Background: an optimization exercise with open tools, aiming at small area, a short achievable clock period and few clock cycles. Do not read the settings as production practice. Function was checked by simulation only, so behaviour that the tests miss may differ from the original. Power figures rest on the tool's default switching activity, not on a simulated workload.

==> flow/design.v <==
module ssu_sort (
    input  wire        clk,
    input  wire        rst,
    input  wire        cfg_valid,
    output wire        cfg_ready,
    input  wire [9:0]  cfg_n,
    input  wire [9:0]  cfg_k,
    input  wire        cfg_desc,
    input  wire        key_valid,
    output wire        key_ready,
    input  wire [31:0] key_data,
    output wire        out_valid,
    input  wire        out_ready,
    output wire [6:0]  out_pos,
    output wire        out_last,
    output wire        out_fault
);
    localparam NMAX = 128;
    localparam LCAP = 132;           
    localparam NKC  = 4;             
    localparam KSPAN = NMAX / NKC;
    localparam [32*NKC-1:0] KPAT = {32'hAAAA_AAAA, 32'h5555_5555, 32'hFFFF_FFFF, 32'h0000_0000};
    integer c;
    reg  [7:0] jq_n [0:3];
    reg  [7:0] jq_k [0:3];
    reg  [7:0] jq_d [0:3];
    reg  [3:0] jq_k1, jq_n1, jq_d0, jq_d1;
    reg  [3:0] jq_desc, jq_bad, jq_nan, jq_rdy;
    reg  [2:0] wr, kp, op;           
    reg        cfg_ready_r;
    reg        key_ready_r;
    reg        kact;                 
    reg  [6:0] ki;                   
    reg  [6:0] kn1;                  
    reg        klast;                
    reg        kdesc;
    reg  [8:0] occ;                  
    reg  [31:0] k_key [0:NKC-1];
    reg         k_v, k_last, k_nan; reg [6:0] k_idx; reg [1:0] k_job;
    reg  [31:0] store [0:NMAX-1];
    reg         nan_acc;
    reg  [NMAX-1:0] l_vec; reg l_v, l_last; reg [6:0] l_idx; reg [1:0] l_job;
    reg  [15:0] l_kh [0:NKC-1];
    reg  [NMAX-1:0] c_vec; reg c_v, c_last; reg [6:0] c_idx; reg [1:0] c_job;
    reg  [4:0] g_cnt [0:7];   reg g_v, g_last; reg [6:0] g_idx; reg [1:0] g_job;
    reg  [6:0] p_a;     reg p_v, p_last; reg [6:0] p_idx; reg [1:0] p_job;
    reg  [6:0] lc [0:LCAP-1];        
    reg  [7:0] rd;                   
    reg        h_on;                 
    reg        h_flt;                
    reg  [7:0] h_em;                 
    reg  [7:0] h_ds;                 
    reg        h_emz, h_em1, h_dsz, h_ds1;
    reg  [8:0] s0, s1;               
    reg        v0, v1;
    function [31:0] ord_key;
        input [31:0] x;
        begin
            if (x[30:0] == 31'd0)
                ord_key = 32'h8000_0000;
            else if (x[31])
                ord_key = ~x;
            else
                ord_key = {1'b1, x[30:0]};
        end
    endfunction
    function gt16;
        input [15:0] s, k;
        input        cin;
        integer b;
        reg gt;
        begin
            gt = cin;
            for (b = 0; b < 16; b = b + 1)
                gt = (s[b] & ~k[b]) | (s[b] & gt) | (~k[b] & gt);
            gt16 = gt;
        end
    endfunction
    wire [9:0] k_eff    = (cfg_k == 10'd0) ? cfg_n : cfg_k;
    wire       cfg_bad  = (cfg_n == 10'd0) || (cfg_n > NMAX) || (cfg_k > cfg_n);
    wire       cfg_fire = cfg_valid & cfg_ready_r;
    reg        q_fire;               
    reg  [1:0] q_w;                  
    wire [7:0] q_d      = jq_n[q_w] - jq_k[q_w];
    wire       key_fire = key_valid & key_ready_r;
    wire       kfin     = key_fire & klast;
    wire [2:0] kc       = (kact & ~kfin) ? kp : kp + {2'b00, kact};    
    wire       kfree    = ~kact | kfin;
    wire       kstart   = kfree & (kc != wr) & ~jq_bad[kc[1:0]];
    wire       kskip    = kfree & (kc != wr) &  jq_bad[kc[1:0]];
    wire [2:0] kp_nx    = kc + {2'b00, kskip};
    wire [7:0] kc_n1    = jq_n[kc[1:0]] - 8'd1;
    wire       push     = h_on & ~h_emz & ~v1;
    wire       drop     = h_on &  h_emz & ~h_dsz;
    wire       pop      = (push & ~h_flt) | drop;
    wire       hdone    = (push & h_em1 & h_dsz) | (drop & h_ds1);
    wire [2:0] op_nx    = op + {2'b00, hdone};
    wire [1:0] ci       = op_nx[1:0];
    wire       c_rdy    = jq_rdy[ci] | (p_v & p_last & (p_job == ci));
    wire       load     = (~h_on | hdone) & (op_nx != wr) & c_rdy;
    wire       c_flt    = jq_bad[ci] | jq_nan[ci];
    wire [8:0] pdata    = h_flt ? 9'b0000000_1_1 : {lc[rd], h_em1, 1'b0};
    wire [2:0] wr_nx    = wr + {2'b00, cfg_fire};
    assign cfg_ready = cfg_ready_r;
    assign key_ready = key_ready_r;
    assign out_valid = v0;
    assign out_pos   = s0[8:2];
    assign out_last  = s0[1];
    assign out_fault = s0[0];
    wire   ofire     = v0 & out_ready;
    wire       nan_acc_nx = ((k_idx == 7'd0) ? 1'b0 : nan_acc) | k_nan;
    wire [7:0] em_nx  = h_em - {7'd0, push};
    wire [7:0] ds_nx  = h_ds - {7'd0, drop};
    always @(posedge clk) begin
        if (rst) begin
            wr <= 3'd0; kp <= 3'd0; op <= 3'd0;
            cfg_ready_r <= 1'b0;
            key_ready_r <= 1'b0;
            kact <= 1'b0;
            occ <= 9'd0;
            rd <= 8'hFF;
            h_on <= 1'b0;
            v0 <= 1'b0;
            v1 <= 1'b0;
        end else begin
            wr <= wr_nx;
            kp <= kp_nx;
            op <= op_nx;
            cfg_ready_r <= ((wr_nx - op) != 3'd4);
            kact <= kstart | (kact & ~kfin);
            key_ready_r <= (kstart | (kact & ~kfin)) && (occ < LCAP - 1);
            occ <= occ + {8'd0, key_fire} - {8'd0, pop};
            rd <= rd + {7'd0, p_v} - {7'd0, pop};
            h_on <= load | (h_on & ~hdone);
            if (ofire || !v0) begin
                v0 <= v1 | push;
                v1 <= 1'b0;
            end else if (push) begin
                v1 <= 1'b1;
            end
        end
    end
    always @(posedge clk) begin
        if (kstart) begin
            ki    <= 7'd0;
            kn1   <= kc_n1[6:0];
            klast <= (kc_n1 == 8'd0);
            kdesc <= jq_desc[kc[1:0]];
        end else if (key_fire) begin
            ki    <= ki + 7'd1;
            klast <= (ki + 7'd1 == kn1);
        end
    end
    always @(posedge clk) begin
        if (load) begin
            h_flt <= c_flt;
            h_em  <= c_flt ? 8'd1 : jq_k[ci];
            h_emz <= 1'b0;
            h_em1 <= c_flt | jq_k1[ci];
            h_ds  <= jq_bad[ci] ? 8'd0 : jq_nan[ci] ? jq_n[ci] : jq_d[ci];
            h_dsz <= jq_bad[ci] | (~jq_nan[ci] & jq_d0[ci]);
            h_ds1 <= ~jq_bad[ci] & (jq_nan[ci] ? jq_n1[ci] : jq_d1[ci]);
        end else begin
            h_em  <= em_nx;
            h_emz <= (em_nx == 8'd0);
            h_em1 <= (em_nx == 8'd1);
            h_ds  <= ds_nx;
            h_dsz <= (ds_nx == 8'd0);
            h_ds1 <= (ds_nx == 8'd1);
        end
    end
    always @(posedge clk) begin
        q_fire <= cfg_fire & ~rst;
        q_w    <= wr[1:0];
        if (cfg_fire) begin
            jq_n[wr[1:0]]    <= cfg_n[7:0];
            jq_k[wr[1:0]]    <= k_eff[7:0];
            jq_desc[wr[1:0]] <= cfg_desc;
            jq_bad[wr[1:0]]  <= cfg_bad;
        end
        if (q_fire) begin
            jq_d[q_w]  <= q_d;
            jq_k1[q_w] <= (jq_k[q_w] == 8'd1);
            jq_n1[q_w] <= (jq_n[q_w] == 8'd1);
            jq_d0[q_w] <= (q_d == 8'd0);
            jq_d1[q_w] <= (q_d == 8'd1);
        end
        if (k_v && k_last)
            jq_nan[k_job] <= nan_acc_nx;
        else if (cfg_fire)
            jq_nan[wr[1:0]] <= 1'b0;
        if (cfg_fire)
            jq_rdy[wr[1:0]] <= cfg_bad;
        if (p_v && p_last)
            jq_rdy[p_job] <= 1'b1;
    end
    always @(posedge clk) begin
        if (ofire || !v0)
            s0 <= v1 ? s1 : pdata;
        if (push && v0 && !ofire && !v1)
            s1 <= pdata;
    end
    always @(posedge clk) begin
        for (c = 0; c < NKC; c = c + 1)
            k_key[c] <= ord_key(key_data) ^ {32{kdesc}} ^ KPAT[32*c +: 32];
        k_nan  <= (key_data[30:23] == 8'hFF) && (key_data[22:0] != 23'd0);
        k_v    <= key_fire & ~rst;
        k_idx  <= ki;
        k_last <= klast;
        k_job  <= kp[1:0];
    end
    reg [NMAX-1:0] lo_gt;
    always @(*) begin
        for (c = 0; c < NMAX; c = c + 1)
            lo_gt[c] = gt16(store[c][15:0], k_key[c / KSPAN][15:0] ^ KPAT[32*(c / KSPAN) +: 16], 1'b0);
    end
    always @(posedge clk) begin
        if (k_v) begin
            store[0] <= k_key[0];
            for (c = 1; c < NMAX; c = c + 1)
                store[c] <= store[c-1];
            nan_acc <= nan_acc_nx;
        end
        for (c = 0; c < NKC; c = c + 1)
            l_kh[c] <= k_key[c][31:16];
        l_vec  <= lo_gt;
        l_v    <= k_v & ~rst;
        l_idx  <= k_idx;
        l_last <= k_last;
        l_job  <= k_job;
    end
    reg [NMAX-1:0] after;
    always @(*) begin
        for (c = 0; c < NMAX; c = c + 1)
            after[c] = (c < l_idx) &&
                       gt16(store[(c < NMAX-1) ? c+1 : c][31:16], l_kh[c / KSPAN] ^ KPAT[32*(c / KSPAN) + 16 +: 16], l_vec[c]);
    end
    always @(posedge clk) begin
        c_vec  <= after;
        c_v    <= l_v & ~rst;
        c_idx  <= l_idx;
        c_last <= l_last;
        c_job  <= l_job;
    end
    function [4:0] cnt16;
        input [15:0] v;
        integer b;
        begin
            cnt16 = 5'd0;
            for (b = 0; b < 16; b = b + 1)
                cnt16 = cnt16 + {4'd0, v[b]};
        end
    endfunction
    always @(posedge clk) begin
        for (c = 0; c < 8; c = c + 1)
            g_cnt[c] <= cnt16(c_vec[c*16 +: 16]);
        g_v    <= c_v & ~rst;
        g_idx  <= c_idx;
        g_last <= c_last;
        g_job  <= c_job;
    end
    always @(posedge clk) begin
        p_a    <= (({2'd0, g_cnt[0]} + {2'd0, g_cnt[1]}) + ({2'd0, g_cnt[2]} + {2'd0, g_cnt[3]})) +
                  (({2'd0, g_cnt[4]} + {2'd0, g_cnt[5]}) + ({2'd0, g_cnt[6]} + {2'd0, g_cnt[7]}));
        p_v    <= g_v & ~rst;
        p_idx  <= g_idx;
        p_last <= g_last;
        p_job  <= g_job;
    end
    always @(posedge clk) begin
        if (p_v) begin
            for (c = 0; c < LCAP; c = c + 1) begin
                if (c == p_a)
                    lc[c] <= p_idx;
                else if (c > p_a)
                    lc[c] <= lc[(c > 0) ? c-1 : 0];
            end
        end
    end
endmodule
==> flow/run.sh <==
#!/bin/bash
# synth_recipe.tcl (not shown) runs the flow's synth.tcl, then flattens the netlist and writes it again
# the make line also repeats each setting of config.mk as NAME=value (left out here)
make -C /OpenROAD-flow-scripts/flow DESIGN_CONFIG=/design/flow/config.mk WORK_HOME=/design/flow/orfs CLKGATE_MAP_FILE= SYNTH_SCRIPT=/design/flow/synth_recipe.tcl finish
==> flow/config.mk <==
export PLATFORM = sky130hd
export DESIGN_NAME = ssu_sort
export DESIGN_NICKNAME = ssu_sort
export VERILOG_FILES = /design/flow/design.v
export SDC_FILE = /design/flow/constraint.sdc
export NUM_CORES = 4
export LEC_CHECK = 0
export CAP_MARGIN = 20
export CORE_MARGIN = 2
export CORE_UTILIZATION = 40
export SETUP_SLACK_MARGIN = 4.5
export SLEW_MARGIN = 20
==> flow/constraint.sdc <==
create_clock -name core_clock -period 8.0 [get_ports {clk}]
set_input_delay 1.6000 -clock core_clock [delete_from_list [all_inputs] [get_ports {clk}]]
set_output_delay 1.6000 -clock core_clock [all_outputs]
set_load 0.01 [all_outputs]
==> results.txt, run 1 <==
status=timing/DRC/antenna clean; final WL=1054000 um; via-per-instance ratio=6.285; half-perimeter wire length after placement=728200 um; worst skew pair latency=1.15 ns; Total Routing Usage GR=30.50%; HP Class=reg2reg; clock slew at reported path FFs=0.06 ns; clock sinks=5675; Num CTS Buffers=628; final period demand of the worst path=4.179 ns; Crit Path Max Fanout=8; Overflow after GRT=0; Remaining DRCs=0; RSZ-0062 raised after global routing=true; Iteration-0 DRC Markers=22.02k; Final Total Pwr=93.01 mW; IO buf count=69; Worst setup SP type=register; initial antenna violation count=124; Post-synth ARST share=0%; Worst-Margin Slew=1.319 ns; core area=0.6489 mm2; CP endpoint kind=register; sequential-to-total area share from yosys stat=63.50%; remaining antenna violation count=0; Slew headroom=11.81%; CTS root buffer=clkbuf_16; Die ar.=0.6570 mm2; Yosys top cell by area=edfxtp_1; buffer depth of the longest clock path=4; top cell type's share of synthesized area=59.51%; Final setup viols=0; vias in the first global route=174.2k; Mapped Cells=20.04k; layout cells sized above 1=23.77%; first-pass GRT wire length=1419000 um; Final Hold Viols=0; GP Congestion=1.163; routed length per instance=35.35 um; period utilisation layout=52.24%; VDD IR-drop max=0.3596 mV; initial cell density of the core=40.10%; Clock Skew=0.08934 ns; CTS tree=done; Netlist Area Pre-Place=0.2602 mm2; f_max=0.2393 GHz; Area contributors post-synth=edfxtp_1 (60%), maj3_1 (4.2%), dfxtp_1 (4.0%), mux2_2 (3.9%), a21oi_1 (1.9%); Rows=296; Nets=20.82k; Worst EP required=8.83 ns; die height=810.5 um; Syn Area/Cell=12.98 um2; EDFF count, synth=5157; Fin Setup TNS=0 ns; power per cell area=300.3 mW/mm2; fin. max-slew vios=0; routed vias=187.3k; max cap viols=0; Main synth FF type=edfxtp_1; IO Count=70; cts hold-fix bufs=0; synth warn=6; Worst EP arrival=5.01 ns; Die Wd=810.5 um; TritonRoute pass-1 iters=10; kind of critical path=reg2reg; Seq cells post-synth=5675; largest net degree at the start of global routing=189; Fillers=56.47k; H-tree depth=6; Cell variety after synth=87; area delta synth->final=19.01%; P_leak=94.03 nW; fin util=47.73%
-- Yosys cell counts (206+ instances only) --
cell type  number
edfxtp_1     5157
inv_1         854
a221oi_1      346
nand2_1      1094
o22ai_1       413
nand2b_1      430
a211oi_1      206
maj3_1       1079
o21ai_0       838
a22oi_1       370
o31ai_1       227
clkbuf_1      933
nor2b_1       431
dfxtp_1       518
nor2_1       1154
a21oi_1       974
nor3_1        274
mux2_2        893
nand3_1       433
-- state kept, by name (all words and copies together), names as in the netlist, 8 cells and up --
| signal | count |
|---|---|
| store | 4080 |
| jq_d | 32 |
| occ | 9 |
| h_ds | 8 |
| k_key | 64 |
| lc | 924 |
| s1 | 9 |
| l_vec | 127 |
| c_vec | 127 |
| jq_n | 32 |
| h_em | 8 |
| rd | 8 |
| l_kh | 32 |
| jq_k | 32 |
| g_cnt | 39 |
| s0 | 9 |
-- cells in the final DEF, fill, tap and decap left out, drive strengths merged, types with 128 or more instances in the layout --
| master | count |
|---|---|
| clkinv | 215 |
| nor2 | 1154 |
| o22ai | 413 |
| mux2 | 893 |
| ha | 128 |
| nor2b | 431 |
| buf | 874 |
| inv | 891 |
| nand2b | 431 |
| nand2 | 1094 |
| o31ai | 227 |
| o21ai | 840 |
| a221oi | 347 |
| a22oi | 370 |
| o221ai | 151 |
| a211oi | 206 |
| a22o | 161 |
| nor3 | 274 |
| nand3 | 433 |
| nand4 | 138 |
| a21oi | 974 |
| maj3 | 1113 |
| a31oi | 201 |
| edfxtp | 5157 |
| o211ai | 205 |
| clkbuf | 891 |
| dfxtp | 518 |
-- what timing repair did --
| action | in CTS | in global routing |
|---|---|---|
| gates cloned | 35 | 23 |
| endpoints found under the hold margin | 0 | 0 |
| pin swaps | 531 | 1086 |
| gates resized for setup | 1493 | 1352 |
| endpoints found under the setup margin | 655 | 478 |
| buffers inserted | 187 | 155 |
-- worst max-delay path: stages, from the launching register on --
cell	delay (ns)
dfxtp_2	0.35
inv_4	0.05
ha_4	0.19
buf_12	0.16
nand3_4	0.17
nor2_2	0.05
buf_4	0.27
a22oi_2	0.45
nand4_1	0.25
nor3_4	0.60
buf_4	0.21
nand4_1	0.11
nor3_4	0.46
a41oi_2	0.22
mux2_4	0.30
-- metal layers --
| metal | GRT usage [%] | routed length (um) | up-vias |
|---|---|---|---|
| met5 | 0 | 234 | - |
| met3 | 6.630 | 80450 | 2559 |
| met1 | 37.81 | 406800 | 96380 |
| li1 | - | - | 79470 |
| met2 | 47.07 | 470600 | 8847 |
| met4 | 22.60 | 95410 | 38 |
-- final cells by class --
class	instances	area, um2	area share (%)
multi-input combinational	12370	97900	31.61
clock inverter	294	3286	1.061
tap	8642	10810	3.492
antenna	111	277.8	0.08970
sequential	5675	165500	53.43
clock buffer	865	17420	5.624
timing repair buffer	974	11110	3.588
inverter	869	3400	1.098
-- worst paths after layout --
path / from / to / slack [ns] / depth (start not counted)
setup / recovery: rd[7]$_SDFF_PP1_ / s0[7]$_DFFE_PP_ / 3.82 / 14
hold / removal: g_idx[3]$_DFF_P_ / p_idx[3]$_DFF_P_ / 0.32 / 0
setup reg to reg: rd[7]$_SDFF_PP1_ / s0[7]$_DFFE_PP_ / 3.82 / 14
hold reg to reg: g_idx[3]$_DFF_P_ / p_idx[3]$_DFF_P_ / 0.32 / 0
-- where the power goes --
group          internal [mW]  switching (mW)
Combinational           9.55            17.7
Sequential              33.9            2.28
Clock                   16.8            12.6
-- through the flow --
step	hold slack, ns	instance area [um2]	setup slack [ns]	cells
floorplan	0.3096	260200	-24.44	20040
global placement	0.3097	272100	2.424	28120
detailed placement	0.3118	272400	2.505	28130
CTS	0.3230	301700	4.035	29510
global route	0.3238	309500	3.974	29730
finish	0.3237	309700	3.821	29800
-- logic make-up after synthesis --
logic type	Yosys count	share of synthesized area (%)
AO/OA/AOI/OAI	5292	14.19
multiplexers	970	4.435
XOR/XNOR	144	0.4847
adder cells (fa/ha/maj)	1352	5.767
buffers and inverters	1996	2.899
AND/OR/NAND/NOR	4613	8.719
flip-flops	5675	63.50
Testbench counts, summed over its fixed seeds: cycles 15,350.
==> run 2, diff against run 1 <==
--- a/flow/design.v
+++ b/flow/design.v
@@ -39,13 +39,13 @@
     reg         k_v, k_last, k_nan; reg [6:0] k_idx; reg [1:0] k_job;
     reg  [31:0] store [0:NMAX-1];
     reg         nan_acc;
-    reg  [NMAX-1:0] l_vec; reg l_v, l_last; reg [6:0] l_idx; reg [1:0] l_job;
+    reg  [NMAX-1:0] l_vec, l_mask; reg l_v, l_last; reg [6:0] l_idx; reg [1:0] l_job;
     reg  [15:0] l_kh [0:NKC-1];
     reg  [NMAX-1:0] c_vec; reg c_v, c_last; reg [6:0] c_idx; reg [1:0] c_job;
     reg  [4:0] g_cnt [0:7];   reg g_v, g_last; reg [6:0] g_idx; reg [1:0] g_job;
     reg  [6:0] p_a;     reg p_v, p_last; reg [6:0] p_idx; reg [1:0] p_job;
     reg  [6:0] lc [0:LCAP-1];        
-    reg  [7:0] rd;                   
+    reg  [LCAP:0] rsel;              
     reg        h_on;                 
     reg        h_flt;                
     reg  [7:0] h_em;                 
@@ -99,7 +99,13 @@
     wire       c_rdy    = jq_rdy[ci] | (p_v & p_last & (p_job == ci));
     wire       load     = (~h_on | hdone) & (op_nx != wr) & c_rdy;
     wire       c_flt    = jq_bad[ci] | jq_nan[ci];
-    wire [8:0] pdata    = h_flt ? 9'b0000000_1_1 : {lc[rd], h_em1, 1'b0};
+    reg  [6:0] back;                 
+    always @(*) begin
+        back = 7'd0;
+        for (c = 0; c < LCAP; c = c + 1)
+            back = back | (lc[c] & {7{rsel[c+1]}});
+    end
+    wire [8:0] pdata    = h_flt ? 9'b0000000_1_1 : {back, h_em1, 1'b0};
     wire [2:0] wr_nx    = wr + {2'b00, cfg_fire};
     assign cfg_ready = cfg_ready_r;
     assign key_ready = key_ready_r;
@@ -118,7 +124,7 @@
             key_ready_r <= 1'b0;
             kact <= 1'b0;
             occ <= 9'd0;
-            rd <= 8'hFF;
+            rsel <= {{LCAP{1'b0}}, 1'b1};
             h_on <= 1'b0;
             v0 <= 1'b0;
             v1 <= 1'b0;
@@ -130,7 +136,10 @@
             kact <= kstart | (kact & ~kfin);
             key_ready_r <= (kstart | (kact & ~kfin)) && (occ < LCAP - 1);
             occ <= occ + {8'd0, key_fire} - {8'd0, pop};
-            rd <= rd + {7'd0, p_v} - {7'd0, pop};
+            if (p_v && !pop)
+                rsel <= {rsel[LCAP-1:0], 1'b0};
+            else if (pop && !p_v)
+                rsel <= {1'b0, rsel[LCAP:1]};
             h_on <= load | (h_on & ~hdone);
             if (ofire || !v0) begin
                 v0 <= v1 | push;
@@ -224,6 +233,8 @@
         for (c = 0; c < NKC; c = c + 1)
             l_kh[c] <= k_key[c][31:16];
         l_vec  <= lo_gt;
+        for (c = 0; c < NMAX; c = c + 1)
+            l_mask[c] <= (c < k_idx);
         l_v    <= k_v & ~rst;
         l_idx  <= k_idx;
         l_last <= k_last;
@@ -232,7 +243,7 @@
     reg [NMAX-1:0] after;
     always @(*) begin
         for (c = 0; c < NMAX; c = c + 1)
-            after[c] = (c < l_idx) &&
+            after[c] = l_mask[c] &&
                        gt16(store[(c < NMAX-1) ? c+1 : c][31:16], l_kh[c / KSPAN] ^ KPAT[32*(c / KSPAN) + 16 +: 16], l_vec[c]);
     end
     always @(posedge clk) begin
--- a/flow/config.mk
+++ b/flow/config.mk
@@ -8,5 +8,7 @@
 export CAP_MARGIN = 20
 export CORE_MARGIN = 2
 export CORE_UTILIZATION = 40
-export SETUP_SLACK_MARGIN = 4.5
+export CTS_CLUSTER_DIAMETER = 90
+export CTS_CLUSTER_SIZE = 22
+export SETUP_SLACK_MARGIN = 4.7
 export SLEW_MARGIN = 20
==> results.txt, run 2 <==
R2R Setup Slk=3.98 ns; Area contributors post-synth=edfxtp_1 (60%), dfxtp_1 (5.9%), maj3_1 (4.3%), mux2_2 (3.9%), nor2_1 (1.9%); CTS tree=done; HP Start=k_key[2][20]$_DFF_P_; final WL=959200 um; half-perimeter wire length after placement=666500 um; Die Wd=809.1 um; IO Count=70; clock sinks=5926; commonest non-fill, non-tap cell in the layout=edfxtp_1; routed length per instance=33.95 um; remaining antenna violation count=0; Die ar.=0.6546 mm2; Post-synth ARST share=0%; commonest non-fill, non-tap cells in the layout=edfxtp_1 (5157), nor2_1 (1241), maj3_2 (1176), nand2_1 (1109), mux2_2 (897); initial antenna violation count=122; Crit Reg-Reg Startpoint=l_kh[2][0]$_DFF_P_; worst skew pair latency=1.08 ns; via-per-instance ratio=6.106; Fin Setup TNS=0 ns; Final Total Pwr=80.17 mW; max layer used=met5; register name with the most flops=store; HP Class=reg2reg; sequential-to-total area share from yosys stat=65.67%; VDD IR-drop max=0.2810 mV; Netlist Area Pre-Place=0.2592 mm2; largest net degree at the start of global routing=178; met1 wire length=410700 um; Worst EP arrival=4.93 ns; Largest regs=store (4080), lc (924), rsel (133); cts hold-fix bufs=0; period utilisation layout=50.26%; max reg flops=4080; Overflow after GRT=0; Cell variety after synth=84; RSZ-0062 raised after global routing=true; top cell type's share of synthesized area=59.73%; f_max=0.2487 GHz; Rows=295; die height=809.1 um; Hold Path Depth=0; IO buf count=69; Worst setup SP type=register; synth warn=6; Iteration-0 DRC Markers=22.54k; Final setup viols=0; Main synth FF type=edfxtp_1; Syn Area/Cell=13.41 um2; DR WL met2=412600 um; Slew headroom=11.96%; R2R Path End=c_vec[82]$_DFF_P_; Clock Skew=0.08954 ns; initial cell density of the core=40.16%; Yosys top cell by area=edfxtp_1; Seq cells post-synth=5926; Routed met3 length=86240 um; clock slew at reported path FFs=0.09 ns; Num CTS Buffers=331; Remaining DRCs=0; GP Congestion=1.076; Min Hold Slack=0.3102 ns; reg2reg path depth=13; routed vias=172.5k; Crit Path Max Fanout=8; kind of critical path=reg2reg; TritonRoute pass-1 iters=9; P_leak=88.51 nW; first-pass GRT wire length=1306000 um; buffer depth of the longest clock path=4; Final Hold Viols=0; Hold Path End=l_kh[2][4]$_DFF_P_; CP endpoint kind=register; power per cell area=269.5 mW/mm2; CTS root buffer=clkbuf_16; max cap viols=0; Nets=19.62k; Total Routing Usage GR=27.99%; EDFF count, synth=5157; area delta synth->final=14.75%; final period demand of the worst path=4.021 ns; vias in the first global route=158.8k; fin. max-slew vios=0; Worst EP required=8.91 ns; Mapped Cells=19.33k; core area=0.6456 mm2; status=timing/DRC/antenna clean; layout cells sized above 1=26.02%; H-tree depth=5; Post-synth top cells=edfxtp_1 (5157), nor2_1 (1328), nand2_1 (1126); most common cell in the netlist=edfxtp_1; Worst-Margin Slew=1.321 ns
## run 2: metal layers
metal,track usage [%],up-vias
met5,0.1753,-
met2,41.13,7447
met3,6.279,1462
li1,-,73910
met1,39.95,89650
met4,11.81,66
## run 2: worst max-delay path: stages (launching register included)
cell	delay [ns]
dfxtp_4	0.44
buf_6	0.19
maj3_2	0.31
maj3_2	0.31
maj3_2	0.32
maj3_2	0.32
maj3_2	0.32
maj3_2	0.40
maj3_2	0.36
maj3_2	0.38
o21ai_2	0.15
a211o_1	0.15
maj3_1	0.19
nor2b_1	0.05
## run 2: how the worst max path moves through the flow
stage,start,endpoint,slack (ns),cells after the start
floorplan,k_v$_DFF_P_,jq_nan[0]$_DFFE_PP_,-24.44,2
global placement,key_valid,key_ready_r$_SDFF_PP0_,1.87,9
detailed placement,key_valid,key_ready_r$_SDFF_PP0_,1.95,9
CTS,l_kh[2][0]$_DFF_P_,c_vec[91]$_DFF_P_,3.92,13
global route,l_kh[2][0]$_DFF_P_,c_vec[78]$_DFF_P_,3.91,13
finish,l_kh[2][0]$_DFF_P_,c_vec[82]$_DFF_P_,3.98,13
## run 2: cell families after synthesis
family,after synthesis,share of synthesized area [%]
compound gates,4497,11.69
buf+inv,2068,3.015
fa+ha+maj,1670,7.148
mux,1099,4.952
flops,5926,65.67
xor+xnor,144,0.4865
simple gates,3926,7.035
## run 2: layout make-up
| class | instances | area (um2) |
|---|---|---|
| clock inverters | 81 | 959.7 |
| clock buffers | 497 | 9235 |
| inverters | 865 | 3352 |
| flip-flops and latches | 5926 | 170600 |
| diodes | 55 | 137.6 |
| multi-input cells | 11340 | 92340 |
| well taps | 8613 | 10780 |
| repair buffers | 876 | 10100 |
| fillers | 56470 | 348100 |
| repair inverters | 2 | 17.52 |
## run 2: timing repair
action / in CTS / in global routing
setup buffers: 218 / 106
cloned: 40 / 14
setup endpoints to repair: 1128 / 596
gates resized for setup: 2560 / 1061
pin swaps: 1375 / 1411
## run 2: through the flow
step / std cells / setup slack, ns / instance area, um2 / util (%)
floorplan: 19330 / -24.44 / 259300 / -
global placement: 27240 / 1.866 / 270200 / 41.85
detailed placement: 27240 / 1.949 / 270200 / 41.86
CTS: 28080 / 3.917 / 291800 / 45.20
global route: 28210 / 3.914 / 297400 / 46.06
finish: 28250 / 3.979 / 297500 / 46.08
## run 2: report_power, final
group          internal, mW  leakage, nW  total, mW  switching, mW
combinational          8.87         39.3       23.7           14.9
clock                  8.41         4.91       19.2           10.8
sequential             35.1         44.3       37.3           2.14
Testbench counts of run 2, summed over its fixed seeds: cycles 15,350.
==> run 3, diff against run 2 <==
--- a/flow/design.v
+++ b/flow/design.v
@@ -218,11 +218,18 @@
         k_last <= klast;
         k_job  <= kp[1:0];
     end
-    reg [NMAX-1:0] lo_gt;
-    always @(*) begin
-        for (c = 0; c < NMAX; c = c + 1)
-            lo_gt[c] = gt16(store[c][15:0], k_key[c / KSPAN][15:0] ^ KPAT[32*(c / KSPAN) +: 16], 1'b0);
-    end
+    wire [NMAX-1:0] lo_gt;
+    genvar gi;
+    generate
+        for (gi = 0; gi < NMAX; gi = gi + 1) begin : g_lo
+            ssu_sort_gt16 u_lo (
+                .s(store[gi][15:0]),
+                .k(k_key[gi / KSPAN][15:0] ^ KPAT[32*(gi / KSPAN) +: 16]),
+                .cin(1'b0),
+                .gt(lo_gt[gi])
+            );
+        end
+    endgenerate
     always @(posedge clk) begin
         if (k_v) begin
             store[0] <= k_key[0];
@@ -240,11 +247,21 @@
         l_last <= k_last;
         l_job  <= k_job;
     end
-    reg [NMAX-1:0] after;
+    wire [NMAX-1:0] hi_gt;
+    reg  [NMAX-1:0] after;
+    generate
+        for (gi = 0; gi < NMAX; gi = gi + 1) begin : g_hi
+            ssu_sort_gt16 u_hi (
+                .s(store[(gi < NMAX-1) ? gi+1 : gi][31:16]),
+                .k(l_kh[gi / KSPAN] ^ KPAT[32*(gi / KSPAN) + 16 +: 16]),
+                .cin(l_vec[gi]),
+                .gt(hi_gt[gi])
+            );
+        end
+    endgenerate
     always @(*) begin
         for (c = 0; c < NMAX; c = c + 1)
-            after[c] = l_mask[c] &&
-                       gt16(store[(c < NMAX-1) ? c+1 : c][31:16], l_kh[c / KSPAN] ^ KPAT[32*(c / KSPAN) + 16 +: 16], l_vec[c]);
+            after[c] = l_mask[c] && hi_gt[c];
     end
     always @(posedge clk) begin
         c_vec  <= after;
@@ -289,3 +306,19 @@
         end
     end
 endmodule
+module ssu_sort_gt16 (
+    input  wire [15:0] s,
+    input  wire [15:0] k,
+    input  wire        cin,
+    output wire        gt
+);
+    wire [16:0] g;
+    assign g[0] = cin;
+    genvar b;
+    generate
+        for (b = 0; b < 16; b = b + 1) begin : g_b
+            assign g[b+1] = (s[b] & ~k[b]) | (s[b] & g[b]) | (~k[b] & g[b]);
+        end
+    endgenerate
+    assign gt = g[16];
+endmodule
--- a/flow/config.mk
+++ b/flow/config.mk
@@ -12,3 +12,4 @@
 export CTS_CLUSTER_SIZE = 22
 export SETUP_SLACK_MARGIN = 4.7
 export SLEW_MARGIN = 20
+export SYNTH_HIERARCHICAL = 1
==> results.txt, run 3 <==
Num CTS Buffers=337; P_leak=106.2 nW; Worst setup SP type=register; Mapped Cells=21.44k; final WL=1022000 um; power per cell area=260.7 mW/mm2; Nets=22.29k; buffer depth of the longest clock path=4; Post-synth ARST share=0%; via-per-instance ratio=5.949; f_max=0.2693 GHz; routed length per instance=32.61 um; RSZ-0062 raised after global routing=true; die height=826.9 um; IO buf count=69; area delta synth->final=10.26%; first-pass GRT wire length=1398000 um; EDFF count, synth=5157; Fin Setup TNS=0 ns; Overflow after GRT=0; Remaining DRCs=0; Syn Area/Cell=12.63 um2; max cap viols=0; cts hold-fix bufs=0; synth warn=17; Crit Path Max Fanout=10; Worst EP required=8.79 ns; Netlist Area Pre-Place=0.2708 mm2; Worst-Margin Slew=1.374 ns; core area=0.6756 mm2; Slew headroom=8.405%; Area contributors post-synth=edfxtp_1 (57%), inv_1 (5.7%), dfxtp_1 (5.7%), mux2_2 (3.8%), a22oi_1 (3.6%); Iteration-0 DRC Markers=24.15k; Total Routing Usage GR=28.87%; Rows=302; Final Hold Viols=0; largest net degree at the start of global routing=188; Seq cells post-synth=5926; initial cell density of the core=40.09%; critical path cell sequence=buf_12 -> a22oi_2 -> nand4_1 -> nor4_2 -> nand4_1 -> nor4_2 -> a31oi_1 -> mux2_2; Largest regs=store (4080), lc (924), rsel (133); worst skew pair latency=1.10 ns; HP Class=reg2reg; Worst EP arrival=4.51 ns; max reg flops=4080; H-tree depth=5; period utilisation layout=46.42%; Final setup viols=0; layout cells sized above 1=14.94%; TritonRoute pass-1 iters=8; clock sinks=5926; GP Congestion=1.079; initial antenna violation count=200; Cell variety after synth=71; vias in the first global route=174.9k; Top delay family on crit path=simple AND/OR/NAND/NOR gates; remaining antenna violation count=0; Buf/Inv on CP=1; top cell type's share of synthesized area=57.18%; Yosys top cell by area=edfxtp_1; fin. max-slew vios=0; Post-synth top cells=edfxtp_1 (5157), inv_1 (4147), a22oi_1 (1296); register name with the most flops=store; Slowest-stage cell, CP=nand4_1; sequential-to-total area share from yosys stat=62.86%; Main synth FF type=edfxtp_1; routed vias=186.5k; Die ar.=0.6837 mm2; Worst path max stage delay=0.81 ns; commonest non-fill, non-tap cells in the layout=edfxtp_1 (5157), inv_1 (4077), o22ai_1 (1291), a22oi_1 (1269), nand2b_1 (1037); IO Count=70; most common cell in the netlist=edfxtp_1; kind of critical path=reg2reg; Final Total Pwr=77.86 mW; clock slew at reported path FFs=0.10 ns; Placed Instances=30.60k; fin cells=31.34k; status=timing/DRC/antenna clean; final period demand of the worst path=3.714 ns; Die Wd=826.9 um; VDD IR-drop max=0.2788 mV; CP endpoint kind=register; Clock Skew=0.1080 ns; commonest non-fill, non-tap cell in the layout=edfxtp_1; CTS tree=done; CTS root buffer=clkbuf_16; half-perimeter wire length after placement=736300 um
[run 3: cell count changes in the layout (fill, tap and decap cells not counted), sizes merged, moves of 609 or more]
cell	before	now
nor2	1328	719
a22oi	447	1296
nand2b	158	1039
inv	883	4188
a21oi	890	255
maj3	1448	508
o22ai	356	1293
[run 3: Yosys stat by module, one instance, submodules excluded]
module / cell area [um2] / cells / flops+latches / copies in the design
ssu_sort: 202800 / 10260 / 5926 / 1
ssu_sort_gt16: 267.8 / 44 / 0 / 254
[run 3: timing repair]
item,CTS,global route
setup endpoints to repair,734,430
setup buffers,22,16
pin swaps,71,73
gates cloned,4,0
resized for setup,301,134
hold endpoints to repair,0,0
[run 3: path summary, 6_finish.rpt]
| check | start | endpoint | cells after the start | slack [ns] |
|---|---|---|---|---|
| worst max-delay path | rsel[31]$_SDFFE_PP0P_ | s0[7]$_DFFE_PP_ | 8 | 4.29 |
| worst min-delay path | c_idx[3]$_DFF_P_ | g_idx[3]$_DFF_P_ | 0 | 0.33 |
| worst max register to register | rsel[31]$_SDFFE_PP0P_ | s0[7]$_DFFE_PP_ | 8 | 4.29 |
| worst min register to register | c_idx[3]$_DFF_P_ | g_idx[3]$_DFF_P_ | 0 | 0.33 |
[run 3: final cells by class]
| class | instances | area [um2] |
|---|---|---|
| Timing Repair Buffer | 523 | 4933 |
| Sequential cell | 5926 | 170500 |
| Inverter | 4148 | 15660 |
| Antenna cell | 95 | 237.7 |
| Multi-Input combinational cell | 11080 | 85560 |
| Tap cell | 8968 | 11220 |
| Clock inverter | 95 | 1134 |
| Fill cell | 61080 | 377000 |
| Clock buffer | 512 | 9435 |
[run 3: through the flow]
step	setup slack (ns)	hold slack (ns)	util (%)	instance area, um2
6_report	4.286	0.3254	44.20	298600
5_1_grt	4.256	0.3275	44.17	298400
4_1_cts	4.357	0.3273	44.05	297600
3_5_place_dp	3.262	0.3118	42.30	285800
3_3_place_gp	3.171	0.3108	42.27	285600
2_1_floorplan	-24.44	0.3096	-	271300
[run 3: per-layer routing]
| layer | GRT usage, % | up-vias | share of wire, % |
|---|---|---|---|
| met1 | 39.65 | 95650 | 42 |
| met5 | 0 | - | 0.052 |
| met4 | 14.16 | 74 | 5.7 |
| met2 | 43.00 | 8554 | 43 |
| li1 | - | 80290 | - |
| met3 | 6.812 | 1898 | 9.1 |
[run 3: logic make-up (layout without fill, tap and decap cells)]
kind of cell | count (synthesis) | count (layout) | share of synthesized area (%)
other cells | 1 | 222 | 0.001385
buf+inv | 4561 | 5278 | 6.326
mux | 1106 | 1106 | 4.755
fa+ha+maj | 728 | 728 | 3.433
simple gates | 3212 | 3213 | 6.057
flops | 5926 | 5926 | 62.86
compound gates | 5767 | 5767 | 16.13
xor+xnor | 136 | 136 | 0.4398
[run 3: power by group]
group	total, mW	switching, mW	internal (mW)
registers	37.1	2.14	34.9
clock network	19.6	11.0	8.63
logic	21.2	14.6	6.55
Testbench counts of run 3, summed over its fixed seeds: cycles 15,350.
==> run 4, diff against run 3 <==
--- a/flow/design.v
+++ b/flow/design.v
@@ -26,7 +26,7 @@
     reg  [7:0] jq_d [0:3];
     reg  [3:0] jq_k1, jq_n1, jq_d0, jq_d1;
     reg  [3:0] jq_desc, jq_bad, jq_nan, jq_rdy;
-    reg  [2:0] wr, kp, op;           
+    reg  [2:0] wr, wv, kp, op;       
     reg        cfg_ready_r;
     reg        key_ready_r;
     reg        kact;                 
@@ -42,7 +42,8 @@
     reg  [NMAX-1:0] l_vec, l_mask; reg l_v, l_last; reg [6:0] l_idx; reg [1:0] l_job;
     reg  [15:0] l_kh [0:NKC-1];
     reg  [NMAX-1:0] c_vec; reg c_v, c_last; reg [6:0] c_idx; reg [1:0] c_job;
-    reg  [4:0] g_cnt [0:7];   reg g_v, g_last; reg [6:0] g_idx; reg [1:0] g_job;
+    reg  [3:0] f_cnt [0:15];  reg f_v, f_last; reg [6:0] f_idx; reg [1:0] f_job;
+    reg  [5:0] g_cnt [0:3];   reg g_v, g_last; reg [6:0] g_idx; reg [1:0] g_job;
     reg  [6:0] p_a;     reg p_v, p_last; reg [6:0] p_idx; reg [1:0] p_job;
     reg  [6:0] lc [0:LCAP-1];        
     reg  [LCAP:0] rsel;              
@@ -76,8 +77,12 @@
             gt16 = gt;
         end
     endfunction
-    wire [9:0] k_eff    = (cfg_k == 10'd0) ? cfg_n : cfg_k;
-    wire       cfg_bad  = (cfg_n == 10'd0) || (cfg_n > NMAX) || (cfg_k > cfg_n);
+    reg        a_fire;
+    reg  [1:0] a_w;
+    reg  [9:0] a_n, a_k;
+    reg        a_desc;
+    wire [9:0] k_eff    = (a_k == 10'd0) ? a_n : a_k;
+    wire       cfg_bad  = (a_n == 10'd0) || (a_n > NMAX) || (a_k > a_n);
     wire       cfg_fire = cfg_valid & cfg_ready_r;
     reg        q_fire;               
     reg  [1:0] q_w;                  
@@ -86,8 +91,8 @@
     wire       kfin     = key_fire & klast;
     wire [2:0] kc       = (kact & ~kfin) ? kp : kp + {2'b00, kact};    
     wire       kfree    = ~kact | kfin;
-    wire       kstart   = kfree & (kc != wr) & ~jq_bad[kc[1:0]];
-    wire       kskip    = kfree & (kc != wr) &  jq_bad[kc[1:0]];
+    wire       kstart   = kfree & (kc != wv) & ~jq_bad[kc[1:0]];
+    wire       kskip    = kfree & (kc != wv) &  jq_bad[kc[1:0]];
     wire [2:0] kp_nx    = kc + {2'b00, kskip};
     wire [7:0] kc_n1    = jq_n[kc[1:0]] - 8'd1;
     wire       push     = h_on & ~h_emz & ~v1;
@@ -97,7 +102,7 @@
     wire [2:0] op_nx    = op + {2'b00, hdone};
     wire [1:0] ci       = op_nx[1:0];
     wire       c_rdy    = jq_rdy[ci] | (p_v & p_last & (p_job == ci));
-    wire       load     = (~h_on | hdone) & (op_nx != wr) & c_rdy;
+    wire       load     = (~h_on | hdone) & (op_nx != wv) & c_rdy;
     wire       c_flt    = jq_bad[ci] | jq_nan[ci];
     reg  [6:0] back;                 
     always @(*) begin
@@ -119,7 +124,7 @@
     wire [7:0] ds_nx  = h_ds - {7'd0, drop};
     always @(posedge clk) begin
         if (rst) begin
-            wr <= 3'd0; kp <= 3'd0; op <= 3'd0;
+            wr <= 3'd0; wv <= 3'd0; kp <= 3'd0; op <= 3'd0;
             cfg_ready_r <= 1'b0;
             key_ready_r <= 1'b0;
             kact <= 1'b0;
@@ -130,6 +135,7 @@
             v1 <= 1'b0;
         end else begin
             wr <= wr_nx;
+            wv <= wv + {2'b00, a_fire};
             kp <= kp_nx;
             op <= op_nx;
             cfg_ready_r <= ((wr_nx - op) != 3'd4);
@@ -179,13 +185,20 @@
         end
     end
     always @(posedge clk) begin
-        q_fire <= cfg_fire & ~rst;
-        q_w    <= wr[1:0];
+        a_fire <= cfg_fire & ~rst;
+        a_w    <= wr[1:0];
         if (cfg_fire) begin
-            jq_n[wr[1:0]]    <= cfg_n[7:0];
-            jq_k[wr[1:0]]    <= k_eff[7:0];
-            jq_desc[wr[1:0]] <= cfg_desc;
-            jq_bad[wr[1:0]]  <= cfg_bad;
+            a_n    <= cfg_n;
+            a_k    <= cfg_k;
+            a_desc <= cfg_desc;
+        end
+        q_fire <= a_fire & ~rst;
+        q_w    <= a_w;
+        if (a_fire) begin
+            jq_n[a_w]    <= a_n[7:0];
+            jq_k[a_w]    <= k_eff[7:0];
+            jq_desc[a_w] <= a_desc;
+            jq_bad[a_w]  <= cfg_bad;
         end
         if (q_fire) begin
             jq_d[q_w]  <= q_d;
@@ -196,10 +209,10 @@
         end
         if (k_v && k_last)
             jq_nan[k_job] <= nan_acc_nx;
-        else if (cfg_fire)
-            jq_nan[wr[1:0]] <= 1'b0;
-        if (cfg_fire)
-            jq_rdy[wr[1:0]] <= cfg_bad;
+        else if (a_fire)
+            jq_nan[a_w] <= 1'b0;
+        if (a_fire)
+            jq_rdy[a_w] <= cfg_bad;
         if (p_v && p_last)
             jq_rdy[p_job] <= 1'b1;
     end
@@ -270,26 +283,31 @@
         c_last <= l_last;
         c_job  <= l_job;
     end
-    function [4:0] cnt16;
-        input [15:0] v;
-        integer b;
+    function [3:0] cnt8;
+        input [7:0] v;
         begin
-            cnt16 = 5'd0;
-            for (b = 0; b < 16; b = b + 1)
-                cnt16 = cnt16 + {4'd0, v[b]};
+            cnt8 = (({3'd0, v[0]} + {3'd0, v[1]}) + ({3'd0, v[2]} + {3'd0, v[3]})) +
+                   (({3'd0, v[4]} + {3'd0, v[5]}) + ({3'd0, v[6]} + {3'd0, v[7]}));
         end
     endfunction
     always @(posedge clk) begin
-        for (c = 0; c < 8; c = c + 1)
-            g_cnt[c] <= cnt16(c_vec[c*16 +: 16]);
-        g_v    <= c_v & ~rst;
-        g_idx  <= c_idx;
-        g_last <= c_last;
-        g_job  <= c_job;
+        for (c = 0; c < 16; c = c + 1)
+            f_cnt[c] <= cnt8(c_vec[c*8 +: 8]);
+        f_v    <= c_v & ~rst;
+        f_idx  <= c_idx;
+        f_last <= c_last;
+        f_job  <= c_job;
+    end
+    always @(posedge clk) begin
+        for (c = 0; c < 4; c = c + 1)
+            g_cnt[c] <= ({2'd0, f_cnt[4*c]} + {2'd0, f_cnt[4*c+1]}) + ({2'd0, f_cnt[4*c+2]} + {2'd0, f_cnt[4*c+3]});
+        g_v    <= f_v & ~rst;
+        g_idx  <= f_idx;
+        g_last <= f_last;
+        g_job  <= f_job;
     end
     always @(posedge clk) begin
-        p_a    <= (({2'd0, g_cnt[0]} + {2'd0, g_cnt[1]}) + ({2'd0, g_cnt[2]} + {2'd0, g_cnt[3]})) +
-                  (({2'd0, g_cnt[4]} + {2'd0, g_cnt[5]}) + ({2'd0, g_cnt[6]} + {2'd0, g_cnt[7]}));
+        p_a    <= ({1'b0, g_cnt[0]} + {1'b0, g_cnt[1]}) + ({1'b0, g_cnt[2]} + {1'b0, g_cnt[3]});
         p_v    <= g_v & ~rst;
         p_idx  <= g_idx;
         p_last <= g_last;
==> results.txt, run 4 <==
total stage count of the critical path=4; Slew headroom=10.11%; Main synth FF type=edfxtp_1; Area contributors post-synth=edfxtp_1 (57%), dfxtp_1 (6.1%), inv_1 (5.7%), mux2_2 (3.7%), a22oi_1 (3.6%); core area=0.6813 mm2; Final Total Pwr=78.38 mW; Overflow after GRT=0; layout cells sized above 1=14.05%; RSZ-0062 raised after global routing=true; largest family of logic cells by synthesized area=compound AO/OA/AOI/OAI gates; Largest regs=store (4080), lc (924), rsel (133); Net Sw Frac=35.14%; Crit Reg-Reg Startpoint=p_a[3]$_DFF_P_; routed length per instance=30.21 um; critical path endpoint=lc[60][4]$_DFFE_PP_; period utilisation layout=44.29%; fraction of synthesized area in multiplexers=4.612%; Worst-Margin Slew=1.348 ns; TritonRoute pass-1 iters=7; Fillers=61.23k; CTS root buffer=clkbuf_16; EDFF count, synth=5178; largest net degree at the start of global routing=194; Worst setup SP type=register; Buf/Inv on CP=1; die height=831.0 um; R2R Setup Slk=4.46 ns; power per cell area=260.6 mW/mm2; Synth Area in Simple Gates=6.134%; reg2reg path depth=4; initial antenna violation count=133; area of the multi-input gates=0.08560 mm2; Syn Area/Cell=12.62 um2; via-per-instance ratio=5.846; CP endpoint kind=register; Crit Path Max Fanout=30; Num CTS Buffers=347; buffer depth of the longest clock path=4; R2R Path End=lc[60][4]$_DFFE_PP_; H-tree depth=5; Seq cells post-synth=6012; Remaining DRCs=0; Mapped Cells=21.68k; commonest non-fill, non-tap cell in the layout=edfxtp_1; Synth Area in Adders=3.534%; Int Pwr=50.83 mW; remaining antenna violation count=0; post-synthesis xor/xnor area fraction=0.4803%; Worst path max stage delay=1.05 ns; Switch Pwr=27.54 mW; cts hold-fix bufs=0; final WL=954900 um; Slowest-stage cell, CP=nor2_1; area delta synth->final=9.970%; Cell variety after synth=73; status=timing/DRC/antenna clean; first-pass GRT wire length=1328000 um; half-perimeter wire length after placement=690900 um; combinational share of power=26.4%; critical path cell sequence=buf_4 -> nand2_1 -> nor2_1 -> a21oi_1; Rows=303; clock sinks=6012; clock power share=25.7%; Die Wd=831.0 um; max reg flops=4080; Top delay family on crit path=simple AND/OR/NAND/NOR gates; Iteration-0 DRC Markers=21.31k; GP Congestion=1.095; top cell type's share of synthesized area=56.84%; Compound-Gate Fraction of Synth Area=15.98%; worst skew pair latency=1.07 ns; clock slew at reported path FFs=0.10 ns; P_leak=107.2 nW; Post-synth top cells=edfxtp_1 (5178), inv_1 (4169), a22oi_1 (1298); Die ar.=0.6905 mm2; HP Class=reg2reg; Storage cell area=0.1724 mm2; Reg power frac=47.9%; Final Hold Viols=0; initial cell density of the core=40.15%; vias in the first global route=177.0k; commonest non-fill, non-tap cells in the layout=edfxtp_1 (5178), inv_1 (4135), o22ai_1 (1285), a22oi_1 (1271), nand2b_1 (1041); CP Launch Point=p_a[3]$_DFF_P_; CTS tree=done; final period demand of the worst path=3.543 ns; f_max=0.2823 GHz; synth warn=19; IO buf count=69; Clock Skew=0.1170 ns; routed vias=184.8k; register name with the most flops=store; sequential-to-total area share from yosys stat=62.95%; Netlist Area Pre-Place=0.2735 mm2; fin. max-slew vios=0; most common cell in the netlist=edfxtp_1; Worst EP required=8.66 ns; Post-synth ARST share=0%; Yosys top cell by area=edfxtp_1; max cap viols=0; Final setup viols=0; IO Count=70; Fin Setup TNS=0 ns; kind of critical path=reg2reg; Worst EP arrival=4.20 ns; Total Routing Usage GR=26.72%; Nets=22.54k; VDD IR-drop max=0.6216 mV
[run 4: cell count changes after synthesis, moves of 13 or more]
| cell | change |
|---|---|
| o21a_1 | -16 |
| a21oi_1 | +38 |
| nand2_1 | +19 |
| a21boi_0 | -13 |
| inv_1 | +22 |
| o21bai_1 | -20 |
| ha_1 | +31 |
| o21ai_0 | +22 |
| nand3_1 | +32 |
| edfxtp_1 | +21 |
| dfxtp_1 | +65 |
[run 4: worst min path at each step]
stage / start / to / slack [ns] / cells past startpoint
floorplan: l_idx[0]$_DFF_P_ / c_idx[0]$_DFF_P_ / 0.31 / 0
global placement: c_job[0]$_DFF_P_ / f_job[0]$_DFF_P_ / 0.31 / 0
detailed placement: l_idx[1]$_DFF_P_ / c_idx[1]$_DFF_P_ / 0.31 / 0
CTS: c_idx[4]$_DFF_P_ / f_idx[4]$_DFF_P_ / 0.28 / 0
global route: f_idx[6]$_DFF_P_ / g_idx[6]$_DFF_P_ / 0.27 / 0
finish: c_idx[4]$_DFF_P_ / f_idx[4]$_DFF_P_ / 0.23 / 0
[run 4: repair_timing]
action	in CTS	in global routing
setup endpoints to repair	683	258
cloned	1	1
pin swaps	11	14
gates resized for setup	202	90
buffers inserted	13	14
[run 4: through the flow]
stage	area, um2	hold slack [ns]	utilization [%]	cells	setup slack (ns)
after floorplan	274000	0.3096	-	21810	-24.55
after global placement	288100	0.3100	42.29	30840	2.932
after detailed placement	288200	0.3121	42.31	30850	3.018
after CTS	300000	0.2794	44.04	31510	4.459
after global routing	300700	0.2696	44.14	31570	4.442
final	300800	0.2301	44.16	31610	4.457
[run 4: layer usage]
| layer | share of wire (%) | vias to the layer above | track usage [%] |
|---|---|---|---|
| met5 | 0.023 | - | 0 |
| met4 | 6.8 | 30 | 14.88 |
| met3 | 7.6 | 1701 | 4.767 |
| met2 | 44 | 7617 | 41.59 |
| met1 | 41 | 94430 | 35.46 |
| li1 | - | 81010 | - |
[run 4: power by group through the flow]
| stage | logic (mW) | registers [mW] | clock network (mW) |
|---|---|---|---|
| global placement | 20.1 | 38.3 | 0 |
| finish | 20.7 | 37.5 | 20.1 |
| global route | 22.7 | 37.7 | 21.6 |
| CTS | 20.7 | 37.6 | 20.5 |
| floorplan | 12.8 | 40.8 | 0 |
| detailed placement | 20.6 | 38.3 | 0 |
[run 4: kinds of logic (layout without fill, tap and decap cells)]
| group | Yosys count | after routing |
|---|---|---|
| flip-flops | 6012 | 6012 |
| AO/OA/AOI/OAI | 5792 | 5792 |
| buffers and inverters | 4591 | 5315 |
| AND/OR/NAND/NOR | 3289 | 3289 |
| multiplexers | 1089 | 1089 |
| adder cells (fa/ha/maj) | 758 | 758 |
| XOR/XNOR | 150 | 150 |
| other | 1 | 208 |
[run 4: area by class of cell]
type | instances | share of cell area [%]
diodes | 81 | 0.06738
multi-input cells | 11210 | 28.46
clock inverters | 103 | 0.4372
repair buffers | 494 | 1.504
inverters | 4174 | 5.243
well taps | 8997 | 3.742
flip-flops and latches | 6012 | 57.30
clock buffers | 544 | 3.252
[run 4: Yosys stat by module (local to each module, per instance)]
| module | area (um2) | flops+latches | times used | cells inside |
|---|---|---|---|---|
| ssu_sort | 205500 | 6012 | 1 | 10510 |
| ssu_sort_gt16 | 267.8 | 0 | 254 | 44 |
[run 4: worst register-to-register path, stage by stage (launching register included)]
cell and delay, ns:
dfxtp_1 0.35, buf_4 0.51, nand2_1 0.54, nor2_1 1.05, a21oi_1 0.66
Testbench counts of run 4, summed over its fixed seeds: cycles 15,377.
==> run 5, diff against run 4 <==
--- a/flow/design.v
+++ b/flow/design.v
@@ -44,7 +44,9 @@
     reg  [NMAX-1:0] c_vec; reg c_v, c_last; reg [6:0] c_idx; reg [1:0] c_job;
     reg  [3:0] f_cnt [0:15];  reg f_v, f_last; reg [6:0] f_idx; reg [1:0] f_job;
     reg  [5:0] g_cnt [0:3];   reg g_v, g_last; reg [6:0] g_idx; reg [1:0] g_job;
-    reg  [6:0] p_a;     reg p_v, p_last; reg [6:0] p_idx; reg [1:0] p_job;
+    reg  [7:0] p_he, p_hl;           
+    reg  [15:0] p_le, p_ll;          
+    reg        p_v, p_last; reg [6:0] p_idx; reg [1:0] p_job;
     reg  [6:0] lc [0:LCAP-1];        
     reg  [LCAP:0] rsel;              
     reg        h_on;                 
@@ -306,19 +308,39 @@
         g_last <= f_last;
         g_job  <= f_job;
     end
+    wire [6:0] g_sum = ({1'b0, g_cnt[0]} + {1'b0, g_cnt[1]}) + ({1'b0, g_cnt[2]} + {1'b0, g_cnt[3]});
     always @(posedge clk) begin
-        p_a    <= ({1'b0, g_cnt[0]} + {1'b0, g_cnt[1]}) + ({1'b0, g_cnt[2]} + {1'b0, g_cnt[3]});
+        for (c = 0; c < 8; c = c + 1) begin
+            p_he[c] <= (g_sum[6:4] == c);
+            p_hl[c] <= (g_sum[6:4] < c);
+        end
+        for (c = 0; c < 16; c = c + 1) begin
+            p_le[c] <= (g_sum[3:0] == c);
+            p_ll[c] <= (g_sum[3:0] < c);
+        end
         p_v    <= g_v & ~rst;
         p_idx  <= g_idx;
         p_last <= g_last;
         p_job  <= g_job;
     end
+    reg [LCAP-1:0] ins_at, ins_past;
+    always @(*) begin
+        for (c = 0; c < LCAP; c = c + 1) begin
+            if (c < NMAX) begin
+                ins_at[c]   = p_he[c / 16] & p_le[c % 16];
+                ins_past[c] = p_hl[c / 16] | (p_he[c / 16] & p_ll[c % 16]);
+            end else begin
+                ins_at[c]   = 1'b0;
+                ins_past[c] = 1'b1;
+            end
+        end
+    end
     always @(posedge clk) begin
         if (p_v) begin
             for (c = 0; c < LCAP; c = c + 1) begin
-                if (c == p_a)
+                if (ins_at[c])
                     lc[c] <= p_idx;
-                else if (c > p_a)
+                else if (ins_past[c])
                     lc[c] <= lc[(c > 0) ? c-1 : 0];
             end
         end
==> results.txt, run 5 <==
Net Sw Frac=34.94%; routed vias=184.6k; Crit Path Max Fanout=2; Area contributors post-synth=edfxtp_1 (57%), dfxtp_1 (6.4%), inv_1 (5.7%), mux2_2 (3.7%), a22oi_1 (3.5%); VDD IR-drop max=0.4313 mV; Cell variety after synth=63; Nets=22.46k; dpl ws=2.708 ns; most common cell in the netlist=edfxtp_1; Worst setup SP type=register; largest net degree at the start of global routing=193; remaining antenna violation count=0; worst skew pair latency=1.11 ns; routed length per instance=29.53 um; Worst-Margin Slew=1.370 ns; Final setup viols=0; commonest non-fill, non-tap cell in the layout=edfxtp_1; Fillers=61.94k; core area=0.6847 mm2; synth warn=19; RSZ-0062 raised after global routing=true; Largest regs=store (4080), lc (924), rsel (133); clock slew at reported path FFs=0.10 ns; Mapped Cells=21.71k; clock sinks=6051; Yosys top cell by area=edfxtp_1; area of the multi-input gates=0.08535 mm2; initial cell density of the core=40.10%; Worst EP arrival=4.39 ns; cts hold-fix bufs=0; Die ar.=0.6930 mm2; Rows=304; die height=832.5 um; clock power share=25.3%; P_leak=107.4 nW; Final Hold Viols=0; IO buf count=69; Final Total Pwr=78.33 mW; Main synth FF type=edfxtp_1; half-perimeter wire length after placement=662100 um; Post-synth top cells=edfxtp_1 (5178), inv_1 (4143), a22oi_1 (1298); fin cells=31.54k; max cap viols=0; power per cell area=261.0 mW/mm2; CTS tree=done; Worst Slack Setup Final=4.474 ns; CP endpoint kind=register; fin util=43.84%; Total Routing Usage GR=25.93%; Switch Pwr=27.36 mW; fin. max-slew vios=0; Seq cells post-synth=6051; met2 Resource Use GR=40.29%; Num CTS Buffers=343; top cell type's share of synthesized area=56.63%; Fin Setup TNS=0 ns; HP Class=reg2reg; H-tree depth=5; GP Congestion=1.122; Remaining DRCs=0; register name with the most flops=store; Netlist Area Pre-Place=0.2746 mm2; GR peak layer=met2; post-route cell area=0.3001 mm2; Clock Skew=0.1223 ns; Min Hold Slack=0.3030 ns; CTS root buffer=clkbuf_16; max reg flops=4080; period utilisation layout=44.07%; sequential-to-total area share from yosys stat=63.00%; area delta synth->final=9.320%; vias in the first global route=176.5k; buffer depth of the longest clock path=4; Reg power frac=48.1%; f_max=0.2836 GHz; first-pass GRT wire length=1305000 um; met1 Track Usage GR=34.28%; Slew headroom=8.693%; initial antenna violation count=106; EDFF count, synth=5178; met3 Usage GRT=4.949%; final period demand of the worst path=3.526 ns; kind of critical path=reg2reg; Storage cell area=0.1732 mm2; Int Pwr=50.96 mW; via-per-instance ratio=5.851; final WL=931600 um; status=timing/DRC/antenna clean; Overflow after GRT=0; Worst EP required=8.86 ns; combinational share of power=26.6%; Syn Area/Cell=12.64 um2; Placed Instances=30.80k; commonest non-fill, non-tap cells in the layout=edfxtp_1 (5178), inv_1 (4110), o22ai_1 (1286), a22oi_1 (1280), nand2b_1 (1033); TritonRoute pass-1 iters=8; Post-synth ARST share=0%; Die Wd=832.5 um; Iteration-0 DRC Markers=21.49k; Area after DPL=0.2883 mm2; IO Count=70; layout cells sized above 1=13.43%
[run 5: cell count changes after synthesis, sizes merged, moves of 13 or more]
| cell | previous run | this run |
|---|---|---|
| a31oi | 284 | 264 |
| o21bai | 4 | 18 |
| inv | 4171 | 4143 |
| a21oi | 293 | 326 |
| or2 | 9 | 22 |
| nand2 | 742 | 757 |
| and2 | 152 | 138 |
| nor2b | 301 | 415 |
| nand3 | 103 | 66 |
| dfxtp | 834 | 873 |
| nor2 | 726 | 625 |
| clkbuf | 367 | 404 |
[run 5: final cells by class]
type                       count  area share [%]
sequential                  6051           57.69
multi-input combinational  11200           28.44
inverter                    4143           5.207
tap                         9027           3.763
clock buffer                 539           3.207
timing repair buffer         418           1.241
clock inverter                97          0.3960
antenna                       73         0.06086
[run 5: power by group through the flow]
stage               registers (mW)  clock network (mW)  logic (mW)
floorplan                     40.7                   0        12.9
global placement              38.4                   0        20.1
detailed placement            38.4                   0        20.6
CTS                           37.7                20.2        20.7
global route                  37.9                21.2        22.8
finish                        37.7                19.8        20.8
[run 5: logic make-up after synthesis]
kind of cell | count (synthesis) | share of synthesized area, %
XOR/XNOR | 149 | 0.4753
other | 1 | 0.001366
buffers and inverters | 4596 | 6.299
multiplexers | 1106 | 4.662
adder cells (fa/ha/maj) | 758 | 3.521
flip-flops | 6051 | 63.00
AND/OR/NAND/NOR | 3259 | 6.132
AO/OA/AOI/OAI | 5794 | 15.91
[run 5: per-module statistics from Yosys, one instance, submodules excluded]
| module | copies in the design | cells | flip-flops and latches | area, um2 |
|---|---|---|---|---|
| ssu_sort_gt16 | 254 | 44 | 0 | 267.8 |
| ssu_sort | 1 | 10540 | 6051 | 206500 |
[run 5: path summary, 6_finish.rpt]
check	to	cells after the start	slack (ns)	from
setup / recovery	s0[5]$_DFFE_PP_	6	4.47	lc[109][3]$_DFFE_PP_
hold / removal	c_idx[2]$_DFF_P_	0	0.30	l_idx[2]$_DFF_P_
setup reg to reg	s0[5]$_DFFE_PP_	6	4.47	lc[109][3]$_DFFE_PP_
hold reg to reg	c_idx[2]$_DFF_P_	0	0.30	l_idx[2]$_DFF_P_
[run 5: repair_timing]
item	in CTS	in global routing
endpoints found under the setup margin	229	109
pin swaps	10	8
buffers inserted	14	10
gates resized for setup	130	51
gates cloned	4	0
[run 5: routing by layer]
metal	vias to the layer above	wire length [um]
met2	8099	414300
met4	32	61690
met3	1897	74310
li1	80800	-
met5	-	213
met1	93740	381100
[run 5: worst max-delay path: stages (launching register included)]
cell,delay (ns)
edfxtp_1,0.70
a22o_1,0.35
a221oi_1,0.87
nand4_1,0.40
nor4_1,0.29
a31oi_1,0.31
mux2_2,0.38
Testbench counts of run 5, summed over its fixed seeds: cycles 15,377.
==> run 6, diff against run 5 <==
--- a/flow/config.mk
+++ b/flow/config.mk
@@ -7,7 +7,7 @@
 export LEC_CHECK = 0
 export CAP_MARGIN = 20
 export CORE_MARGIN = 2
-export CORE_UTILIZATION = 40
+export CORE_UTILIZATION = 50
 export CTS_CLUSTER_DIAMETER = 90
 export CTS_CLUSTER_SIZE = 22
 export SETUP_SLACK_MARGIN = 4.7
==> results.txt, run 6 <==
Crit Path Max Fanout=9; final period demand of the worst path=3.584 ns; f_max=0.2790 GHz; CP endpoint kind=register; clock sinks=6051; most common cell in the netlist=edfxtp_1; layout cells sized above 1=13.14%; max cap viols=0; post-route cell area=0.2973 mm2; Worst EP arrival=4.40 ns; core area=0.5479 mm2; register name with the most flops=store; Die Wd=745.0 um; Iteration-0 DRC Markers=22.85k; Main synth FF type=edfxtp_1; Yosys top cell by area=edfxtp_1; Area after DPL=0.2865 mm2; Post-synth top cells=edfxtp_1 (5178), inv_1 (4143), a22oi_1 (1298); Post-synth ARST share=0%; worst skew pair latency=1.06 ns; first-pass GRT wire length=1339000 um; fin. max-slew vios=0; routed vias=185.1k; status=timing/DRC/antenna clean; critical path cell sequence=buf_4 -> a22oi_1 -> nand3_1 -> nor3_1 -> a31oi_1 -> mux2_2; Slowest-stage cell, CP=nor3_1; commonest non-fill, non-tap cells in the layout=edfxtp_1 (5178), inv_1 (4111), o22ai_1 (1286), a22oi_1 (1280), nand2b_1 (1033); P_leak=107.0 nW; Final Total Pwr=77.85 mW; period utilisation layout=44.80%; Die ar.=0.5551 mm2; GP Congestion=1.066; largest net degree at the start of global routing=185; CTS root buffer=clkbuf_16; Fin Setup TNS=0 ns; HP Class=reg2reg; IO Count=70; Buf/Inv on CP=1; Final Hold Viols=0; Total Routing Usage GR=34.11%; area delta synth->final=8.298%; Seq cells post-synth=6051; top cell type's share of synthesized area=56.63%; Worst path max stage delay=1.04 ns; via-per-instance ratio=6.223; remaining antenna violation count=0; buffer depth of the longest clock path=4; final WL=968800 um; die height=745.0 um; vias in the first global route=173.5k; half-perimeter wire length after placement=701600 um; Clock Skew=0.08022 ns; synth warn=19; Worst EP required=8.82 ns; cts hold-fix bufs=0; EDFF count, synth=5178; Worst-Margin Slew=1.339 ns; Rows=272; routed length per instance=32.57 um; Largest regs=store (4080), lc (924), rsel (133); IO buf count=69; RSZ-0062 raised after global routing=true; Mapped Cells=21.71k; power per cell area=261.8 mW/mm2; Num CTS Buffers=323; sequential-to-total area share from yosys stat=63.00%; Netlist Area Pre-Place=0.2746 mm2; Nets=22.46k; max reg flops=4080; initial cell density of the core=50.11%; initial antenna violation count=132; Cell variety after synth=63; clock slew at reported path FFs=0.10 ns; Final setup viols=0; Syn Area/Cell=12.64 um2; H-tree depth=5; CTS tree=done; Top delay family on crit path=simple AND/OR/NAND/NOR gates; Slew headroom=10.74%; Remaining DRCs=0; Area contributors post-synth=edfxtp_1 (57%), dfxtp_1 (6.4%), inv_1 (5.7%), mux2_2 (3.7%), a22oi_1 (3.5%); TritonRoute pass-1 iters=6; Worst setup SP type=register; kind of critical path=reg2reg; VDD IR-drop max=0.5413 mV; commonest non-fill, non-tap cell in the layout=edfxtp_1; Overflow after GRT=0
run 6: cell counts after synthesis:
No cell type changed its count.
run 6: final timing paths:
path,to,slack (ns),startpoint,cells after the start
hold / removal,p_idx[6]$_DFF_P_,0.32,g_idx[6]$_DFF_P_,0
setup / recovery,s0[3]$_DFFE_PP_,4.42,rsel[4]$_SDFFE_PP0P_,6
hold reg to reg,p_idx[6]$_DFF_P_,0.32,g_idx[6]$_DFF_P_,0
setup reg to reg,s0[3]$_DFFE_PP_,4.42,rsel[4]$_SDFFE_PP0P_,6
run 6: report_power, final:
part	switching, mW	internal (mW)	total [mW]
Clock	10.6	8.13	18.7
Sequential	2.28	35.6	37.9
Combinational	14.6	6.71	21.3
run 6: metrics by stage:
| step | cells | setup slack (ns) | hold WS (ns) | util [%] |
|---|---|---|---|---|
| after global placement | 29050 | 3.147 | 0.3102 | 52.27 |
| final | 29740 | 4.416 | 0.3165 | 54.27 |
| after CTS | 29670 | 4.412 | 0.3222 | 54.18 |
| after detailed placement | 29060 | 3.148 | 0.3118 | 52.29 |
| after global routing | 29690 | 4.474 | 0.3226 | 54.24 |
| after floorplan | 21840 | -24.55 | 0.3096 | - |
run 6: cell type report:
class	instances	area (um2)
Antenna cell	63	157.7
Clock buffer	555	9198
Clock inverter	42	590.6
Fill cell	45640	250600
Inverter	4143	15640
Multi-Input combinational cell	11190	85310
Sequential cell	6051	173200
Tap cell	7261	9085
Timing Repair Buffer	436	4203
run 6: per-module statistics from Yosys (local to each module, per instance):
module	times used	flip-flops and latches	area, um2
ssu_sort	1	6051	206500
ssu_sort_gt16	254	0	267.8
run 6: what timing repair did:
| item | 4_1_cts | 5_1_grt |
|---|---|---|
| gates resized for setup | 150 | 52 |
| cloned | 2 | 2 |
| pin swaps | 14 | 15 |
| endpoints found under the setup margin | 275 | 93 |
| buffers inserted | 12 | 10 |
run 6: per-layer routing:
metal	routed length [um]	up-vias	track usage, %
met4	63390	66	18.67
met5	452	-	0
met3	82840	1800	6.854
met1	395700	93940	46.07
met2	426500	8525	51.96
li1	-	80770	-
run 6: logic make-up after synthesis:
group / synth area share [%]
compound gates: 15.91
buf+inv: 6.299
fa+ha+maj: 3.521
simple gates: 6.132
xor+xnor: 0.4753
mux: 4.662
flops: 63.00
other cells: 0.001366
run 6: worst reg2reg max path, stage by stage (launching register included):
cell     delay, ns
dfxtp_1       0.33
buf_4         0.23
a22oi_1       0.67
nand3_1       0.43
nor3_1        1.04
a31oi_1       0.32
mux2_2        0.33

==> re-timing with driven ports <==
The results above use ideal ports. As a check the final layouts listed here were re-extracted and re-timed, cells and wires unchanged.
Step 1: set_driving_cell puts a clkbuf_16 on clk and a buf_2 on each other input, an assumption about the parent block.
Step 2 also shifts input and output timing later by t, the mid clock arrival at the registers, as if the neighbouring blocks saw the same clock.
a / b / c = ideal / step 1 / step 2; a / b = the first two.
run | t (ns) | setup slack, ns | cell pins on the clock port's net
run 1 | 1.248 | 3.821 / 3.821 / 3.515 | 1
run 2 | 1.154 | 3.979 / 3.979 / 3.414 | 1
run 3 | 1.171 | 4.286 / 4.286 / 3.653 | 1
run 4 | 1.163 | 4.457 / 4.342 / 3.530 | 1
run 5 | 1.182 | 4.474 / 4.474 / 3.826 | 1
run 6 | 1.143 | 4.416 / 4.416 / 3.652 | 1
After both steps every run listed still meets setup and hold. For run 4, which loses most, drivers alone change the setup slack by -0.115 ns; drivers and shift together by -0.927 ns.
